This design comes from an exercise in tuning for small area, a short achievable clock period and few clock cycles per item on the open sky130 flow, not from production work. RTL that was checked went through simulation tests only; none was proved equivalent to the original.

==> inputs of run C <==
## fab_tile_alu
module fab_tile_alu (
    input  wire        clk,
    input  wire        rst,
    input  wire        in_valid,
    output wire        in_ready,
    input  wire [3:0]  kind,
    input  wire [3:0]  used,
    input  wire [23:0] x0,
    input  wire [23:0] x1,
    input  wire [23:0] x2,
    input  wire [23:0] x3,
    input  wire [4:0]  pt0,
    input  wire [4:0]  pt1,
    input  wire [4:0]  pt2,
    input  wire [4:0]  pt3,
    input  wire [4:0]  out_pt,
    input  wire [28:0] prm0,
    input  wire [28:0] prm1,
    input  wire [28:0] prm2,
    input  wire [23:0] y_prev,
    output reg         out_valid,
    output reg  [23:0] y,
    output reg         sat,
    output reg         pin
);
export LEC_CHECK = 0
export CAP_MARGIN = 20
export CORE_MARGIN = 2
export CORE_UTILIZATION = 25
export PLACE_DENSITY = 0.45
export SETUP_SLACK_MARGIN = 0.8
export SLEW_MARGIN = 20
create_clock -name core_clock -period 22.0 [get_ports {clk}]
run.sh (not shown) runs the stock make flow with config.mk's settings and CLKGATE_MAP_FILE= SYNTH_SCRIPT=/design/flow/synth_recipe.tcl, a recipe that flattens the netlist after the stock synthesis.
==> run Y (differences from run C) <==
--- a/flow/design.v
+++ b/flow/design.v
@@ -14,16 +14,42 @@
 endmodule
 module fab_round (
     input  wire [47:0] u,
     output wire [46:0] a
 );
     wire [23:0] inc = u[24:1] + 24'd1;
     assign a = u[0] ? {{23{inc[23]}}, inc} : u[47:1];
 endmodule
+module fab_mul (
+    input  wire [23:0] a,
+    input  wire [23:0] b,
+    output wire [47:0] p
+);
+    wire [24:0] bx = {b, 1'b0};
+    wire [24:0] ax = {a[23], a};           
+    reg  [47:0] acc;
+    reg  [24:0] mag, pp;
+    reg         one, two, neg;
+    integer i;
+    always @(*) begin
+        acc = 48'd0;
+        for (i = 0; i < 12; i = i + 1)
+            acc = acc - (48'd1 << (24 + 2 * i));
+        for (i = 0; i < 12; i = i + 1) begin
+            one = bx[2*i+1] ^ bx[2*i];
+            two = (bx[2*i+2] & ~bx[2*i+1] & ~bx[2*i]) | (~bx[2*i+2] & bx[2*i+1] & bx[2*i]);
+            neg = bx[2*i+2];
+            mag = ({25{one}} & ax) | ({25{two}} & {ax[23:0], 1'b0});
+            pp  = mag ^ {25{neg}};
+            acc = acc + ({23'd0, ~pp[24], pp[23:0]} << (2 * i)) + ({47'd0, neg} << (2 * i));
+        end
+    end
+    assign p = acc;
+endmodule
 module fab_sat24 #(
     parameter W = 49
 ) (
     input  wire [W-1:0] v,
     output wire [23:0]  y,
     output wire         sat
 );
     wire hi_ok = (v[W-1:23] == {(W-23){1'b0}});
@@ -51,18 +77,18 @@
     input  wire [28:0] prm1,
     input  wire [28:0] prm2,
     input  wire [23:0] y_prev,
     output reg         out_valid,
     output reg  [23:0] y,
     output reg         sat,
     output reg         pin
 );
-    localparam NSTEP = 5;               
-    localparam NITER = 25 / NSTEP;      
+    localparam NSTEP = 3;               
+    localparam NITER = 8;               
     wire kSUM = (kind == 4'h1);
     wire kGAIN = (kind == 4'h2);
     wire kMUL = (kind == 4'h3);
     wire kLIM = (kind == 4'h6);
     wire kMM  = (kind == 4'h7);
     wire kSEL = (kind == 4'h8);
     wire kCMP = (kind == 4'h9);
     wire kREC = (kind == 4'hB);
@@ -100,17 +126,17 @@
     reg  [6:0]  spp;
     reg  [7:0]  sg;
     reg  [3:0]  r_used;
     reg         r_mx, r_selp, r_fill, r_e1hi;
     reg         rSUM, rPROD, rLIM, rMM, rSEL, rCMP, rRECB, rREC;
     reg  [23:0] r_S;
     reg         busy;      
     reg         dv_set;    
-    reg  [2:0]  dv_cnt;
+    reg  [3:0]  dv_cnt;
     reg         rdy;
     assign in_ready = rdy;
     wire acc = in_valid & rdy;
     always @(posedge clk) begin
         begin
             s0 <= n_s0; s1 <= n_s1; s2 <= n_s2; s3 <= n_s3;
             sa0 <= n_sa0; sa1 <= n_sa1; sa2 <= n_sa2; sa3 <= n_sa3;
             spp <= n_spp; sg <= n_sg;
@@ -137,17 +163,18 @@
         case (c)
             2'b01:   term = {{2{a[46]}}, a};
             2'b11:   term = ~{{2{a[46]}}, a};
             default: term = 49'd0;
         endcase
     endfunction
     wire [48:0] sum = term(a0, sg[1:0]) + term(a1, sg[3:2]) + term(a2, sg[5:4]) + term(a3, sg[7:6])
                     + (sg[1:0] == 2'b11) + (sg[3:2] == 2'b11) + (sg[5:4] == 2'b11) + (sg[7:6] == 2'b11);
-    wire signed [47:0] prod = $signed(s0) * $signed(s1);
+    wire [47:0] prod;
+    fab_mul u_mul (.a(s0), .b(s1), .p(prod));
     wire signed [71:0] psh  = $signed({prod, 24'd0}) >>> spp;
     wire        p_ovf = ~((psh[71:25] == {47{1'b0}}) | (psh[71:25] == {47{1'b1}}));
     wire [26:0] p_r   = {psh[25], psh[25:0]} + 27'd1;           
     wire [25:0] p_rr  = p_r[26:1];                                
     wire        p_sat = p_ovf | ~((p_rr[25:23] == 3'b000) | (p_rr[25:23] == 3'b111));
     wire [23:0] p_y   = p_sat ? {prod[47], {23{~prod[47]}}} : p_rr[23:0];
     wire gt10 = $signed(a1) > $signed(a0);
     wire gt32 = $signed(a3) > $signed(a2);
@@ -202,33 +229,37 @@
     end
     wire [47:0] dv_w   = r_e1hi ? {u0[23:0], {24{r_fill}}} : u0;
     wire        dv_big = r_e1hi & (u0[47:24] != 24'd0);
     wire        dv_ovf = dv_big | (dv_w[47:25] >= s1[22:0]);
     reg  [22:0] dv_d;
     reg  [22:0] dv_r;
     reg  [24:0] dv_q;
     reg         dv_sgn;
+    function [47:0] dstep(input [22:0] r, input [24:0] q, input [22:0] d);
+        reg [23:0] t;
+        begin
+            t = {r, q[24]};
+            if (t >= {1'b0, d}) begin
+                t = t - {1'b0, d};
+                dstep = {t[22:0], q[23:0], 1'b1};
+            end else begin
+                dstep = {t[22:0], q[23:0], 1'b0};
+            end
+        end
+    endfunction
+    wire [47:0] dv_s0 = dstep(dv_w[47:25], dv_w[24:0], s1[22:0]);
     reg  [22:0] st_r [0:NSTEP];
     reg  [24:0] st_q [0:NSTEP];
-    reg  [23:0] st_t;
     integer k;
     always @(*) begin
         st_r[0] = dv_r;
         st_q[0] = dv_q;
-        for (k = 0; k < NSTEP; k = k + 1) begin
-            st_t = {st_r[k], st_q[k][24]};
-            if (st_t >= {1'b0, dv_d}) begin
-                st_t = st_t - {1'b0, dv_d};
-                st_q[k+1] = {st_q[k][23:0], 1'b1};
-            end else begin
-                st_q[k+1] = {st_q[k][23:0], 1'b0};
-            end
-            st_r[k+1] = st_t[22:0];
-        end
+        for (k = 0; k < NSTEP; k = k + 1)
+            {st_r[k+1], st_q[k+1]} = dstep(st_r[k], st_q[k], dv_d);
     end
     wire [24:0] gm   = st_q[NSTEP];
     wire [25:0] g_t  = dv_sgn ? ~{2'b0, gm[24:1]} : {2'b0, gm[24:1]};
     wire [25:0] g_r  = g_t + {25'd0, gm[0] ^ dv_sgn};
     wire        g_sat = ~((g_r[25:23] == 3'b000) | (g_r[25:23] == 3'b111));
     wire [23:0] g_y   = g_sat ? {dv_sgn, {23{~dv_sgn}}} : g_r[23:0];
     always @(posedge clk) begin
         if (rst) begin
@@ -260,32 +291,32 @@
                     rdy       <= 1'b1;
                 end else begin
                     busy   <= 1'b1;
                     dv_cnt <= NITER - 1;
                     rdy    <= (NITER == 1);
                 end
             end
             if (busy) begin
-                dv_cnt <= dv_cnt - 3'd1;
-                if (dv_cnt == 3'd1) rdy <= 1'b1;
-                if (dv_cnt == 3'd0) begin
+                dv_cnt <= dv_cnt - 4'd1;
+                if (dv_cnt == 4'd1) rdy <= 1'b1;
+                if (dv_cnt == 4'd0) begin
                     busy      <= 1'b0;
                     y         <= g_y;
                     sat       <= g_sat;
                     pin       <= 1'b0;
                     out_valid <= 1'b1;
                 end
             end
         end
     end
     always @(posedge clk) begin
         if (dv_set) begin
             dv_d   <= s1[22:0];
-            dv_r   <= dv_w[47:25];
-            dv_q   <= dv_w[24:0];
+            dv_r   <= dv_s0[47:25];
+            dv_q   <= dv_s0[24:0];
             dv_sgn <= r_fill;
         end else begin
             dv_r <= st_r[NSTEP];
             dv_q <= st_q[NSTEP];
         end
     end
 endmodule
Settings changed: ABC_AREA set to 1.
==> impl_metrics.prom <==
# TYPE chip_impl_metric gauge
chip_impl_metric{name="rrSetupSlack",unit="ps"} 2170
chip_impl_metric{name="multiplexer_share_of_the_synthesized_area",unit="%"} 7.70
chip_impl_metric{name="r2r.worst_path.cells",unit=""} 64
chip_impl_metric{name="m1WireLength",unit="mm"} 200
chip_impl_metric{name="ys.warnings.count",unit=""} 3
chip_impl_info{name="run_status",value="finished clean"} 1
chip_impl_info{name="synth_top_area_cell",value="sky130_fd_sc_hd__fa_1"} 1
chip_impl_metric{name="finalCoreUtilization",unit="%"} 28.2
chip_impl_metric{name="post_cts.resized_instances",unit=""} 2
chip_impl_metric{name="synth-compound-area-share",unit="%"} 22.1
chip_impl_metric{name="grt.met1_usage",unit="%"} 33.0
chip_impl_metric{name="share_of_synthesized_cell_area_in_full_adder_half_adder_and_majority_cells",unit="%"} 28.4
chip_impl_metric{name="seq_cell_count",unit=""} 281
chip_impl_metric{name="synth_edf_count",unit=""} 53
chip_impl_metric{name="path_depth",unit=""} 64
chip_impl_metric{name="post_syn_instances",unit=""} 11800
That was run C.
==> impl_metrics.prom <==
# TYPE chip_impl_metric gauge
chip_impl_metric{name="ys.warnings.count",unit=""} 4
chip_impl_metric{name="path_depth",unit=""} 77
chip_impl_metric{name="m1WireLength",unit="mm"} 170
chip_impl_metric{name="synth_edf_count",unit=""} 54
chip_impl_info{name="run_status",value="finished clean"} 1
chip_impl_metric{name="post_syn_instances",unit=""} 12100
chip_impl_metric{name="multiplexer_share_of_the_synthesized_area",unit="%"} 1.02
chip_impl_info{name="synth_top_area_cell",value="sky130_fd_sc_hd__nand2_1"} 1
chip_impl_metric{name="share_of_synthesized_cell_area_in_full_adder_half_adder_and_majority_cells",unit="%"} 23.3
chip_impl_metric{name="finalCoreUtilization",unit="%"} 27.9
That was run Y.
Testbench counts of run Y, summed over its fixed seeds: cycles 8,682, items 6,400.
Only the layout flow was run in run C; the RTL was not checked for function there.

==> inputs of ember <==
fab_tile_alu, a different RTL version from the one above (not shown whole).
clock: 22.0 ns
lec_check: 0
abc_area: 1
cap_margin: 40
core_margin: 2
core_utilization: 35
place_density: 0.5
setup_slack_margin: 0.8
slew_margin: 40
standard.sh (not shown) runs the stock make flow with config.mk's settings and CLKGATE_MAP_FILE= SYNTH_SCRIPT=/design/flow/synth_recipe.tcl, a recipe that flattens the netlist after the stock synthesis.
==> flow/flow/run.sh <==
#!/bin/bash
set -euo pipefail
bash standard.sh SETUP_SLACK_MARGIN=15 finish > standard_finish.log 2>&1
==> harbor: changes against ember <==
--- a/flow/design.v
+++ b/flow/design.v
@@ -204,10 +204,17 @@
     wire [6:0]  spp = 7'd23 - {2'b0, r1_q} + {2'b0, r1_f0} + {2'b0, (r1_GAIN ? r1_pc : r1_f1)};
     wire [24:0] cm_a = {r1_s1[23], r1_s1} - {r1_s2[23], r1_s2};
     wire [24:0] cm_b = {r1_s1[23], r1_s1} + {r1_s2[23], r1_s2};
     wire [25:0] slo  = {{2{r1_s3[23]}}, r1_s3} - {2'b0, r1_S};
     wire [25:0] shi  = {{2{r1_s3[23]}}, r1_s3} + {2'b0, r1_S};
+    function [46:0] term47(input [46:0] a, input [1:0] c);
+        case (c)
+            2'b01:   term47 = a;
+            2'b11:   term47 = ~a;
+            default: term47 = 47'd0;
+        endcase
+    endfunction
     reg         r2_v;
     reg  [46:0] r2_a0, r2_a1, r2_a2, r2_a3;
     reg  [47:0] r2_ps, r2_pc;
     reg  [6:0]  r2_spp;
     reg  [25:0] r2_shi;
@@ -215,14 +222,14 @@
     reg  [7:0]  r2_sg;
     reg  [3:0]  r2_used;
     reg         r2_mx, r2_selp;
     reg         r2_SUM, r2_PROD, r2_LIM, r2_MM, r2_SEL, r2_CMP, r2_RECB;
     always @(posedge clk) begin
-        r2_a0 <= a0;
-        r2_a1 <= r1_CMP ? {{22{cm_a[24]}}, cm_a} : a1;
-        r2_a2 <= r1_CMP ? {{22{cm_b[24]}}, cm_b} : a2;
-        r2_a3 <= r1_LIM ? {{21{slo[25]}}, slo} : a3;
+        r2_a0 <= r1_SUM ? term47(a0, r1_sg[1:0]) : a0;
+        r2_a1 <= r1_SUM ? term47(a1, r1_sg[3:2]) : (r1_CMP ? {{22{cm_a[24]}}, cm_a} : a1);
+        r2_a2 <= r1_SUM ? term47(a2, r1_sg[5:4]) : (r1_CMP ? {{22{cm_b[24]}}, cm_b} : a2);
+        r2_a3 <= r1_SUM ? term47(a3, r1_sg[7:6]) : (r1_LIM ? {{21{slo[25]}}, slo} : a3);
         r2_ps <= prod_s;
         r2_pc <= prod_c;
         r2_spp <= spp;
         r2_shi <= shi;
         r2_snz <= (r1_S != 24'd0);
@@ -231,44 +238,54 @@
         r2_mx <= r1_mx;
         r2_selp <= r1_selp;
         r2_SUM <= r1_SUM; r2_PROD <= r1_PROD; r2_LIM <= r1_LIM; r2_MM <= r1_MM;
         r2_SEL <= r1_SEL; r2_CMP <= r1_CMP; r2_RECB <= r1_RECB;
     end
-    function [48:0] term(input [46:0] a, input [1:0] c);
-        case (c)
-            2'b01:   term = {{2{a[46]}}, a};
-            2'b11:   term = ~{{2{a[46]}}, a};
-            default: term = 49'd0;
-        endcase
-    endfunction
-    wire [48:0] sum = term(r2_a0, r2_sg[1:0]) + term(r2_a1, r2_sg[3:2])
-                    + term(r2_a2, r2_sg[5:4]) + term(r2_a3, r2_sg[7:6])
+    wire [48:0] sum = {{2{r2_a0[46]}}, r2_a0} + {{2{r2_a1[46]}}, r2_a1}
+                    + {{2{r2_a2[46]}}, r2_a2} + {{2{r2_a3[46]}}, r2_a3}
                     + (r2_sg[1:0] == 2'b11) + (r2_sg[3:2] == 2'b11)
                     + (r2_sg[5:4] == 2'b11) + (r2_sg[7:6] == 2'b11);
     wire L   = $signed(r2_a1) > $signed(r2_a0);
     wire H   = $signed(r2_a0) > $signed(r2_a2);
     wire M   = $signed(r2_a1) > $signed(r2_a2);
     wire E   = (r2_a0 == r2_a2);
     wire G32 = $signed(r2_a3) > $signed(r2_a2);
+    wire N30 = $signed(r2_a3) > $signed(r2_a0);
+    wire N31 = $signed(r2_a3) > $signed(r2_a1);
     wire selA = ~r2_used[0] | (r2_used[1] & (L ~^ r2_mx));
     wire selB = ~r2_used[2] | (r2_used[3] & (G32 ~^ r2_mx));
-    wire [46:0] wA = selA ? r2_a1 : r2_a0;
-    wire [46:0] wB = selB ? r2_a3 : r2_a2;
     wire uA = r2_used[0] | r2_used[1];
     wire uB = r2_used[2] | r2_used[3];
-    wire gtBA  = $signed(wB) > $signed(wA);
+    wire gtBA  = selB ? (selA ? N31 : N30) : (selA ? ~M : ~H);
     wire selAB = ~uA | (uB & (gtBA ~^ r2_mx));
-    wire [46:0] mm = (uA | uB) ? (selAB ? wB : wA) : 47'd0;
+    wire m0 = (uA | uB) & ~selAB & ~selA;
+    wire m1 = (uA | uB) & ~selAB & selA;
+    wire m2 = (uA | uB) & selAB & ~selB;
+    wire m3 = (uA | uB) & selAB & selB;
+    wire [46:0] mm = ({47{m0}} & r2_a0) | ({47{m1}} & r2_a1) | ({47{m2}} & r2_a2) | ({47{m3}} & r2_a3);
     wire [46:0] sel_v = r2_selp ? r2_a1 : r2_a0;
+    function [1:0] slew_cmp(input [46:0] x, input [25:0] lo, input [25:0] hi);
+        reg fit;
+        begin
+            fit = (x[46:25] == {22{1'b0}}) | (x[46:25] == {22{1'b1}});
+            slew_cmp = fit ? {($signed(x[25:0]) < $signed(lo)), ($signed(x[25:0]) > $signed(hi))}
+                           : {x[46], ~x[46]};
+        end
+    endfunction
+    wire [1:0] k0 = slew_cmp(r2_a0, r2_a3[25:0], r2_shi);
+    wire [1:0] k1 = slew_cmp(r2_a1, r2_a3[25:0], r2_shi);
+    wire [1:0] k2 = slew_cmp(r2_a2, r2_a3[25:0], r2_shi);
     wire sel_hi = (~L & H) | (L & M);
     wire sel_lo = L & ~M;
-    wire [46:0] c2 = sel_hi ? r2_a2 : (sel_lo ? r2_a1 : r2_a0);
+    wire [1:0] kc = sel_hi ? k2 : (sel_lo ? k1 : k0);
     wire pin1 = (~L & H) | (L & (~M | ~E));
-    wire c2_fit = (c2[46:25] == {22{1'b0}}) | (c2[46:25] == {22{1'b1}});
-    wire c_lo = r2_snz & (c2_fit ? ($signed(c2[25:0]) < $signed(r2_a3[25:0])) : c2[46]);
-    wire c_hi = r2_snz & (c2_fit ? ($signed(c2[25:0]) > $signed(r2_shi)) : ~c2[46]);
-    wire [46:0] c3 = c_lo ? r2_a3 : (c_hi ? {{21{r2_shi[25]}}, r2_shi} : c2);
+    wire c_lo = r2_snz & kc[1];
+    wire c_hi = r2_snz & kc[0];
+    wire l_c2 = ~c_lo & ~c_hi;
+    wire [46:0] c3 = ({47{l_c2 & sel_hi}} & r2_a2) | ({47{l_c2 & sel_lo}} & r2_a1)
+                   | ({47{l_c2 & ~sel_hi & ~sel_lo}} & r2_a0)
+                   | ({47{c_lo}} & r2_a3) | ({47{c_hi}} & {{21{r2_shi[25]}}, r2_shi});
     wire l_pin = pin1 | c_lo | c_hi;
     wire [23:0] cmp_y = L ? 24'h7F_FFFF : (H ? 24'h00_0000 : r2_a3[23:0]);
     wire [47:0] r2_prod = r2_ps + r2_pc;
     wire signed [71:0] psh = $signed({r2_prod, 24'd0}) >>> r2_spp;
     wire        p_ovf = ~((psh[71:25] == {47{1'b0}}) | (psh[71:25] == {47{1'b1}}));
==> flow/flow/run.sh (replaced) <==
#!/bin/bash
set -euo pipefail
bash standard.sh SETUP_SLACK_MARGIN=15.6 finish > standard_finish.log 2>&1
==> violet: changes against ember <==
--- a/flow/design.v
+++ b/flow/design.v
@@ -204,10 +204,17 @@
     wire [6:0]  spp = 7'd23 - {2'b0, r1_q} + {2'b0, r1_f0} + {2'b0, (r1_GAIN ? r1_pc : r1_f1)};
     wire [24:0] cm_a = {r1_s1[23], r1_s1} - {r1_s2[23], r1_s2};
     wire [24:0] cm_b = {r1_s1[23], r1_s1} + {r1_s2[23], r1_s2};
     wire [25:0] slo  = {{2{r1_s3[23]}}, r1_s3} - {2'b0, r1_S};
     wire [25:0] shi  = {{2{r1_s3[23]}}, r1_s3} + {2'b0, r1_S};
+    function [46:0] term47(input [46:0] a, input [1:0] c);
+        case (c)
+            2'b01:   term47 = a;
+            2'b11:   term47 = ~a;
+            default: term47 = 47'd0;
+        endcase
+    endfunction
     reg         r2_v;
     reg  [46:0] r2_a0, r2_a1, r2_a2, r2_a3;
     reg  [47:0] r2_ps, r2_pc;
     reg  [6:0]  r2_spp;
     reg  [25:0] r2_shi;
@@ -215,14 +222,14 @@
     reg  [7:0]  r2_sg;
     reg  [3:0]  r2_used;
     reg         r2_mx, r2_selp;
     reg         r2_SUM, r2_PROD, r2_LIM, r2_MM, r2_SEL, r2_CMP, r2_RECB;
     always @(posedge clk) begin
-        r2_a0 <= a0;
-        r2_a1 <= r1_CMP ? {{22{cm_a[24]}}, cm_a} : a1;
-        r2_a2 <= r1_CMP ? {{22{cm_b[24]}}, cm_b} : a2;
-        r2_a3 <= r1_LIM ? {{21{slo[25]}}, slo} : a3;
+        r2_a0 <= r1_SUM ? term47(a0, r1_sg[1:0]) : a0;
+        r2_a1 <= r1_SUM ? term47(a1, r1_sg[3:2]) : (r1_CMP ? {{22{cm_a[24]}}, cm_a} : a1);
+        r2_a2 <= r1_SUM ? term47(a2, r1_sg[5:4]) : (r1_CMP ? {{22{cm_b[24]}}, cm_b} : a2);
+        r2_a3 <= r1_SUM ? term47(a3, r1_sg[7:6]) : (r1_LIM ? {{21{slo[25]}}, slo} : a3);
         r2_ps <= prod_s;
         r2_pc <= prod_c;
         r2_spp <= spp;
         r2_shi <= shi;
         r2_snz <= (r1_S != 24'd0);
@@ -231,44 +238,54 @@
         r2_mx <= r1_mx;
         r2_selp <= r1_selp;
         r2_SUM <= r1_SUM; r2_PROD <= r1_PROD; r2_LIM <= r1_LIM; r2_MM <= r1_MM;
         r2_SEL <= r1_SEL; r2_CMP <= r1_CMP; r2_RECB <= r1_RECB;
     end
-    function [48:0] term(input [46:0] a, input [1:0] c);
-        case (c)
-            2'b01:   term = {{2{a[46]}}, a};
-            2'b11:   term = ~{{2{a[46]}}, a};
-            default: term = 49'd0;
-        endcase
-    endfunction
-    wire [48:0] sum = term(r2_a0, r2_sg[1:0]) + term(r2_a1, r2_sg[3:2])
-                    + term(r2_a2, r2_sg[5:4]) + term(r2_a3, r2_sg[7:6])
+    wire [48:0] sum = {{2{r2_a0[46]}}, r2_a0} + {{2{r2_a1[46]}}, r2_a1}
+                    + {{2{r2_a2[46]}}, r2_a2} + {{2{r2_a3[46]}}, r2_a3}
                     + (r2_sg[1:0] == 2'b11) + (r2_sg[3:2] == 2'b11)
                     + (r2_sg[5:4] == 2'b11) + (r2_sg[7:6] == 2'b11);
     wire L   = $signed(r2_a1) > $signed(r2_a0);
     wire H   = $signed(r2_a0) > $signed(r2_a2);
     wire M   = $signed(r2_a1) > $signed(r2_a2);
     wire E   = (r2_a0 == r2_a2);
     wire G32 = $signed(r2_a3) > $signed(r2_a2);
+    wire N30 = $signed(r2_a3) > $signed(r2_a0);
+    wire N31 = $signed(r2_a3) > $signed(r2_a1);
     wire selA = ~r2_used[0] | (r2_used[1] & (L ~^ r2_mx));
     wire selB = ~r2_used[2] | (r2_used[3] & (G32 ~^ r2_mx));
-    wire [46:0] wA = selA ? r2_a1 : r2_a0;
-    wire [46:0] wB = selB ? r2_a3 : r2_a2;
     wire uA = r2_used[0] | r2_used[1];
     wire uB = r2_used[2] | r2_used[3];
-    wire gtBA  = $signed(wB) > $signed(wA);
+    wire gtBA  = selB ? (selA ? N31 : N30) : (selA ? ~M : ~H);
     wire selAB = ~uA | (uB & (gtBA ~^ r2_mx));
-    wire [46:0] mm = (uA | uB) ? (selAB ? wB : wA) : 47'd0;
+    wire m0 = (uA | uB) & ~selAB & ~selA;
+    wire m1 = (uA | uB) & ~selAB & selA;
+    wire m2 = (uA | uB) & selAB & ~selB;
+    wire m3 = (uA | uB) & selAB & selB;
+    wire [46:0] mm = ({47{m0}} & r2_a0) | ({47{m1}} & r2_a1) | ({47{m2}} & r2_a2) | ({47{m3}} & r2_a3);
     wire [46:0] sel_v = r2_selp ? r2_a1 : r2_a0;
+    function [1:0] slew_cmp(input [46:0] x, input [25:0] lo, input [25:0] hi);
+        reg fit;
+        begin
+            fit = (x[46:25] == {22{1'b0}}) | (x[46:25] == {22{1'b1}});
+            slew_cmp = fit ? {($signed(x[25:0]) < $signed(lo)), ($signed(x[25:0]) > $signed(hi))}
+                           : {x[46], ~x[46]};
+        end
+    endfunction
+    wire [1:0] k0 = slew_cmp(r2_a0, r2_a3[25:0], r2_shi);
+    wire [1:0] k1 = slew_cmp(r2_a1, r2_a3[25:0], r2_shi);
+    wire [1:0] k2 = slew_cmp(r2_a2, r2_a3[25:0], r2_shi);
     wire sel_hi = (~L & H) | (L & M);
     wire sel_lo = L & ~M;
-    wire [46:0] c2 = sel_hi ? r2_a2 : (sel_lo ? r2_a1 : r2_a0);
+    wire [1:0] kc = sel_hi ? k2 : (sel_lo ? k1 : k0);
     wire pin1 = (~L & H) | (L & (~M | ~E));
-    wire c2_fit = (c2[46:25] == {22{1'b0}}) | (c2[46:25] == {22{1'b1}});
-    wire c_lo = r2_snz & (c2_fit ? ($signed(c2[25:0]) < $signed(r2_a3[25:0])) : c2[46]);
-    wire c_hi = r2_snz & (c2_fit ? ($signed(c2[25:0]) > $signed(r2_shi)) : ~c2[46]);
-    wire [46:0] c3 = c_lo ? r2_a3 : (c_hi ? {{21{r2_shi[25]}}, r2_shi} : c2);
+    wire c_lo = r2_snz & kc[1];
+    wire c_hi = r2_snz & kc[0];
+    wire l_c2 = ~c_lo & ~c_hi;
+    wire [46:0] c3 = ({47{l_c2 & sel_hi}} & r2_a2) | ({47{l_c2 & sel_lo}} & r2_a1)
+                   | ({47{l_c2 & ~sel_hi & ~sel_lo}} & r2_a0)
+                   | ({47{c_lo}} & r2_a3) | ({47{c_hi}} & {{21{r2_shi[25]}}, r2_shi});
     wire l_pin = pin1 | c_lo | c_hi;
     wire [23:0] cmp_y = L ? 24'h7F_FFFF : (H ? 24'h00_0000 : r2_a3[23:0]);
     wire [47:0] r2_prod = r2_ps + r2_pc;
     wire signed [71:0] psh = $signed({r2_prod, 24'd0}) >>> r2_spp;
     wire        p_ovf = ~((psh[71:25] == {47{1'b0}}) | (psh[71:25] == {47{1'b1}}));
==> run summary <==
| item | ember | harbor | violet |
|---|---|---|---|
| Status | timing/DRC/antenna clean | timing/DRC/antenna clean | timing/DRC/antenna clean |
| Non-Clock Inverter Count | 1932 | 1935 | 1931 |
| Synthesized-area fraction occupied by and/or/nand/nor cells | 23.1% | 27.3% | 27.3% |
| Final design instance area without fill | 0.105 mm2 | 0.112 mm2 | 0.109 mm2 |
| Register fraction of the total cell area | 14.4% | 13.4% | 13.8% |
| Antenna violations before repair | 32 | 38 | 35 |
| Clock edge transition at the registers on the reported setup and hold paths | 0.07 ns | 0.09 ns | 0.06 ns |
| Routability congestion estimate from global placement | 1.03 | 1.05 | 1.07 |
| Worst reg2reg setup slack | 14.57 ns | 15.46 ns | 14.98 ns |
| Hold Crit Endpoint | r2_SUM | r2_mx | r2_MM |
| Slew of the pin with the lowest slew margin | 0.998 ns | 1.06 ns | 1.07 ns |
| Synth Cell Area | 0.0901 mm2 | 0.0975 mm2 | 0.0975 mm2 |
| Area taken by flip-flops and latches | 0.0151 mm2 | 0.0150 mm2 | 0.0149 mm2 |
| Area share of the largest cell type after synthesis | 13.3% | 14.3% | 14.3% |
| Met2 GRT Util | 40.7% | 45.1% | 44.6% |
| Postcts setup bufs | 92 | 58 | 27 |
| Well-tap cell count | 3384 | 3705 | 3705 |
Testbench counts of ember, summed over its fixed seeds: cycles 8,136, items 6,400.
Testbench counts of harbor, summed over its fixed seeds: cycles 8,136, items 6,400.
Testbench counts of violet, summed over its fixed seeds: cycles 8,136, items 6,400.

[static timing again, ports no longer ideal]
No port has a modelled driver above. Below, the same layouts with a new extraction and two added sets of constraints.
Step 1: set_driving_cell puts a clkbuf_16 on clk and a buf_2 on each other input, an assumption about the parent block.
Step 2 adds t to the input delays and takes it off the output delays; t is the mean of the earliest and latest rising clock arrival at the registers after step 1. Input paths then give back, and output paths get back, about the clock's delay inside the block.
Three values: ideal, step 1, step 2; two values: the first two.
run	t, ns	setup WS [ns]	slew at the worst register clock pin (ns)	pins driven straight from the clock port
run C	0.785	2.171 / 2.171 / 2.171	0.09 / 0.09	1
run Y	0.736	3.985 / 3.985 / 3.985	0.09 / 0.09	1
ember	0.844	14.566 / 14.566 / 14.308	0.08 / 0.08	1
harbor	0.922	15.459 / 15.459 / 14.634	0.09 / 0.09	1
violet	0.915	14.977 / 14.977 / 14.069	0.08 / 0.08	1
After both steps setup and hold are still met in every run listed. The setup slack of violet, which loses most, moves by 0.000 ns with the drivers and by -0.908 ns with both steps.
